Background: an optimization exercise with open tools, aiming at small area, a short achievable clock period and few clock cycles per item. Do not read the settings as production practice. RTL that was checked went through simulation tests only; none was proved equivalent to the original.

==> inputs of wip/pepper <==
==> flow/design.v <==
module integ_lane (
    input  wire [31:0] k,         
    input  wire [31:0] x,         
    input  wire [63:0] q,         
    output wire [63:0] q_next,    
    output wire        bad_k,     
    output wire        bad_x,     
    output wire        ovf        
);
    wire       sk = k[31];
    wire       sx = x[31];
    wire [7:0] ek = k[30:23];
    wire [7:0] ex = x[30:23];
    assign bad_k = (ek == 8'hFF);
    assign bad_x = (ex == 8'hFF);
    wire [23:0] mk = {(ek != 8'd0), k[22:0]};
    wire [23:0] mx = {(ex != 8'd0), x[22:0]};
    wire [9:0]  ek_eff = (ek == 8'd0) ? 10'd1 : {2'b00, ek};
    wire [9:0]  ex_eff = (ex == 8'd0) ? 10'd1 : {2'b00, ex};
    wire [47:0]        prod = mk * mx;
    wire signed [10:0] sh   = $signed({1'b0, ek_eff}) + $signed({1'b0, ex_eff}) - 11'sd268;
    reg [111:0] mag;
    reg         too_big;
    reg [111:0] wide;
    reg [6:0]   rsh;
    reg [47:0]  ipart;
    reg         guard, sticky;
    always @(*) begin
        too_big = 1'b0;
        mag     = 112'd0;
        wide    = 112'd0;
        rsh     = 7'd0;
        ipart   = 48'd0;
        guard   = 1'b0;
        sticky  = 1'b0;
        if (sh >= 0) begin
            if (sh > 11'sd63) begin
                too_big = (prod != 48'd0);
            end else begin
                mag = {64'd0, prod} << sh[5:0];
            end
        end else begin
            rsh    = (sh < -11'sd63) ? 7'd63 : 7'(-sh);
            wide   = {prod, 64'd0} >> rsh;
            ipart  = wide[111:64];
            guard  = wide[63];
            sticky = |wide[62:0];
            mag    = {64'd0, ipart} + {111'd0, guard & (sticky | ipart[0])};
        end
    end
    wire neg = sk ^ sx;
    wire d_ovf = too_big ||
                 (neg ? (mag > {48'd0, 64'h8000_0000_0000_0000})
                      : (mag > {48'd0, 64'h7FFF_FFFF_FFFF_FFFF}));
    wire [63:0] d = neg ? (64'd0 - mag[63:0]) : mag[63:0];
    assign q_next = q + d;
    wire sum_ovf = (q[63] == d[63]) && (q_next[63] != q[63]);
    assign ovf = d_ovf || sum_ovf;
endmodule
module integ4 (
    input  wire         clk,
    input  wire         rst,         
    input  wire         in_valid,
    output wire         in_ready,
    input  wire         in_rst,      
    input  wire [127:0] in_x,        
    input  wire [127:0] in_gain,     
    input  wire [255:0] in_q0,       
    output reg          out_valid,
    output reg  [1:0]   out_cause,   
    output reg  [1:0]   out_elem,    
    output wire [255:0] out_q        
);
    reg [31:0] gain [0:3];
    reg [63:0] q    [0:3];
    assign in_ready = 1'b1;
    wire [63:0] q_next [0:3];
    wire [3:0]  bad_k, bad_x, ovf;
    genvar c;
    generate
        for (c = 0; c < 4; c = c + 1) begin : ch
            wire [31:0] k_use = in_rst ? in_gain[32*c +: 32] : gain[c];
            wire [63:0] q_use = in_rst ? in_q0[64*c +: 64]   : q[c];
            integ_lane lane (
                .k      (k_use),
                .x      (in_x[32*c +: 32]),
                .q      (q_use),
                .q_next (q_next[c]),
                .bad_k  (bad_k[c]),
                .bad_x  (bad_x[c]),
                .ovf    (ovf[c])
            );
            assign out_q[64*c +: 64] = q[c];
        end
    endgenerate
    reg [1:0] cause, elem;
    integer i;
    always @(*) begin
        cause = 2'd0;
        elem  = 2'd0;
        if (in_rst && (bad_k != 4'd0)) begin
            cause = 2'd3;
            for (i = 3; i >= 0; i = i - 1)
                if (bad_k[i]) elem = i[1:0];
        end else begin
            for (i = 3; i >= 0; i = i - 1) begin
                if (bad_x[i] || bad_k[i]) begin
                    cause = 2'd1;
                    elem  = i[1:0];
                end else if (ovf[i]) begin
                    cause = 2'd2;
                    elem  = i[1:0];
                end
            end
        end
    end
    integer j;
    always @(posedge clk) begin
        if (rst) begin
            out_valid <= 1'b0;
            out_cause <= 2'd0;
            out_elem  <= 2'd0;
            for (j = 0; j < 4; j = j + 1) begin
                gain[j] <= 32'd0;
                q[j]    <= 64'd0;
            end
        end else begin
            out_valid <= in_valid;
            if (in_valid) begin
                out_cause <= cause;
                out_elem  <= elem;
                if (cause == 2'd0) begin
                    for (j = 0; j < 4; j = j + 1) begin
                        q[j] <= q_next[j];
                        if (in_rst) gain[j] <= in_gain[32*j +: 32];
                    end
                end
            end
        end
    end
endmodule
==> flow/run.sh <==
#!/bin/bash
# synth_recipe.tcl (not shown) runs the flow's synth.tcl, then flattens the netlist and writes it again
# the make line also repeats each setting of config.mk as NAME=value (left out here)
make -C /OpenROAD-flow-scripts/flow DESIGN_CONFIG=/design/flow/config.mk WORK_HOME=/design/flow/orfs CLKGATE_MAP_FILE= SYNTH_SCRIPT=/design/flow/synth_recipe.tcl finish
==> flow/config.mk <==
export PLATFORM = sky130hd
export DESIGN_NAME = integ4
export DESIGN_NICKNAME = integ4
export VERILOG_FILES = /design/flow/design.v
export SDC_FILE = /design/flow/constraint.sdc
export NUM_CORES = 4
export LEC_CHECK = 0
export CAP_MARGIN = 20
export CORE_MARGIN = 2
export CORE_UTILIZATION = 40
export SLEW_MARGIN = 20
==> flow/constraint.sdc <==
create_clock -name core_clock -period 22.0 [get_ports {clk}]
set_input_delay 4.4000 -clock core_clock [delete_from_list [all_inputs] [get_ports {clk}]]
set_output_delay 4.4000 -clock core_clock [all_outputs]
set_load 0.01 [all_outputs]
==> wip/onyx: changes against wip/pepper <==
==> flow/design.v (replaced) <==
module integ_lane (
    input  wire        clk,
    input  wire [31:0] k,         
    input  wire [31:0] x,         
    output wire        bad_k,     
    input  wire [63:0] q,         
    output wire [63:0] q_next,    
    output reg         bad_x3,    
    output wire        ovf3       
);
    wire [7:0] ek = k[30:23];
    wire [7:0] ex = x[30:23];
    wire       nk = |ek;
    wire       nx = |ex;
    assign bad_k = &ek;
    wire   bad_x = &ex;
    wire [23:0] mk = {nk, k[22:0]};
    wire [23:0] mx = {nx, x[22:0]};
    wire [47:0] prod = mk * mx;
    wire [8:0]        e_sum = {1'b0, ek[7:1], ek[0] | ~nk} + {1'b0, ex[7:1], ex[0] | ~nx};
    wire signed [9:0] t     = $signed({1'b0, e_sum}) - 10'sd219;
    wire              neg   = k[31] ^ x[31];
    wire both_n = nk & nx;
    wire pow2   = ~|k[22:0] & ~|x[22:0];
    wire ovf_a  = both_n & ((t > 10'sd66) | ((t == 10'sd66) & ~(neg & pow2)));
    wire at65   = both_n & (t == 10'sd65);
    wire [6:0] tc = t[9] ? 7'd0 : t[6:0];
    reg [47:0] p2;
    reg [6:0]  t2;
    reg        neg2, ovf_a2, at65_2, bad_x2;
    always @(posedge clk) begin
        p2     <= prod;
        t2     <= tc;
        neg2   <= neg;
        ovf_a2 <= ovf_a;
        at65_2 <= at65;
        bad_x2 <= bad_x;
    end
    wire [113:0] w     = {66'd0, p2} << t2;
    wire [63:0]  ipart = w[112:49];
    wire         guard = w[48];
    reg  [47:0]  below;           
    integer i;
    always @(*)
        for (i = 0; i < 48; i = i + 1)
            below[i] = ({1'b0, t2} + 8'(i)) < 8'd48;
    wire sticky = |(p2 & below);
    wire rnd    = guard & (sticky | ipart[0]);
    wire d_ovf  = ovf_a2 | (at65_2 & p2[47]);
    reg [63:0] b3;
    reg        cin3, neg3, d_ovf3;
    always @(posedge clk) begin
        b3     <= ipart ^ {64{neg2}};
        cin3   <= neg2 ^ rnd;
        neg3   <= neg2;
        d_ovf3 <= d_ovf;
        bad_x3 <= bad_x2;
    end
    assign q_next = q + b3 + {63'd0, cin3};
    wire sum_ovf = (q[63] == neg3) && (q_next[63] != q[63]);
    assign ovf3 = d_ovf3 | sum_ovf;
endmodule
module integ4 (
    input  wire         clk,
    input  wire         rst,         
    input  wire         in_valid,
    output wire         in_ready,
    input  wire         in_rst,      
    input  wire [127:0] in_x,        
    input  wire [127:0] in_gain,     
    input  wire [255:0] in_q0,       
    output reg          out_valid,
    output reg  [1:0]   out_cause,   
    output reg  [1:0]   out_elem,    
    output wire [255:0] out_q        
);
    reg [31:0] gain [0:3];
    reg [63:0] q    [0:3];
    reg         rdy, stall;
    reg [127:0] x1;
    reg [127:0] pgain;
    reg [255:0] pq0;
    reg         v1, v2, v3, r1, r2, r3;
    assign in_ready = rdy;
    wire fire = in_valid & rdy;
    always @(posedge clk) begin
        x1 <= in_x;
        if (rdy) begin
            pgain <= in_gain;
            pq0   <= in_q0;
        end
        r1 <= in_rst;
        r2 <= r1;
        r3 <= r2;
        if (rst) begin
            v1    <= 1'b0;
            v2    <= 1'b0;
            v3    <= 1'b0;
            stall <= 1'b0;
            rdy   <= 1'b1;
        end else begin
            v1    <= fire;
            v2    <= v1;
            v3    <= v2;
            stall <= fire & in_rst;
            rdy   <= ~(fire & in_rst) & ~stall;
        end
    end
    wire [63:0] q_next [0:3];
    wire [3:0]  bad_k, bad_x3, ovf3;
    reg  [3:0]  bad_k2, bad_k3;
    genvar c;
    generate
        for (c = 0; c < 4; c = c + 1) begin : ch
            wire [31:0] k_use = r1 ? pgain[32*c +: 32] : gain[c];
            wire [63:0] q_use = r3 ? pq0[64*c +: 64]   : q[c];
            integ_lane lane (
                .clk    (clk),
                .k      (k_use),
                .x      (x1[32*c +: 32]),
                .bad_k  (bad_k[c]),
                .q      (q_use),
                .q_next (q_next[c]),
                .bad_x3 (bad_x3[c]),
                .ovf3   (ovf3[c])
            );
            assign out_q[64*c +: 64] = q[c];
        end
    endgenerate
    always @(posedge clk) begin
        bad_k2 <= bad_k & {4{r1}};
        bad_k3 <= bad_k2;
    end
    reg [1:0] cause, elem;
    integer i;
    always @(*) begin
        cause = 2'd0;
        elem  = 2'd0;
        if (bad_k3 != 4'd0) begin
            cause = 2'd3;
            for (i = 3; i >= 0; i = i - 1)
                if (bad_k3[i]) elem = i[1:0];
        end else begin
            for (i = 3; i >= 0; i = i - 1) begin
                if (bad_x3[i]) begin
                    cause = 2'd1;
                    elem  = i[1:0];
                end else if (ovf3[i]) begin
                    cause = 2'd2;
                    elem  = i[1:0];
                end
            end
        end
    end
    integer j;
    always @(posedge clk) begin
        out_cause <= cause;
        out_elem  <= elem;
        if (rst) begin
            out_valid <= 1'b0;
            for (j = 0; j < 4; j = j + 1) begin
                gain[j] <= 32'd0;
                q[j]    <= 64'd0;
            end
        end else begin
            out_valid <= v3;
            if (v3 && cause == 2'd0) begin
                for (j = 0; j < 4; j = j + 1) begin
                    q[j] <= q_next[j];
                    if (r3) gain[j] <= pgain[32*j +: 32];
                end
            end
        end
    end
endmodule
==> run summary <==
In wip/onyx the register-to-register slack is better than in wip/pepper, by 7.8 ns. Between wip/pepper and wip/onyx, the lower critical path depth is in wip/onyx (gap 45). Between wip/onyx and wip/pepper, the lower final area is in wip/onyx (gap about 14%, measured against wip/pepper). Of wip/onyx and wip/pepper, wip/onyx has the higher clock skew (gap 0.011 ns). wip/onyx finished but failed the layout checks on antenna rules. wip/pepper produced a clean layout. Between wip/onyx and wip/pepper, the lower routed wire length is in wip/onyx (gap 34%, measured against wip/pepper). In wip/onyx the sequential share of layout area is higher than in wip/pepper, by 15 points.
Testbench counts of wip/pepper, summed over its fixed seeds: cycles 24,016, items 24,000.
Function not checked in wip/onyx: the RTL went through the layout flow alone.

## static timing again, ports no longer ideal
How much do the figures lean on ideal ports? The routed layouts below were timed once more, with nothing changed but the port constraints.
Step 1 assumes that a clkbuf_16 drives the clock port and a buf_2 every other input.
Step 2 also shifts input and output timing later by t, the mid clock arrival at the registers, as if the neighbouring blocks saw the same clock.
Three values: no drivers, after step 1, after step 2; two values: the first two.
run | t (ns) | slack for setup (ns) | worst hold slack (ns) | slew at the worst register clock pin (ns)
wip/pepper | 0.891 | 0.569 / 0.607 / -0.285 | 0.467 / 0.467 / 0.467 | 0.09 / 0.09
wip/onyx | 0.990 | 12.292 / 12.292 / 12.292 | 0.332 / 0.332 / 0.332 | 0.07 / 0.07
With both steps, setup timing fails in wip/pepper, where it was met with ideal ports. The setup slack of wip/pepper, which loses most, moves by +0.038 ns with the drivers and by -0.854 ns with both steps.
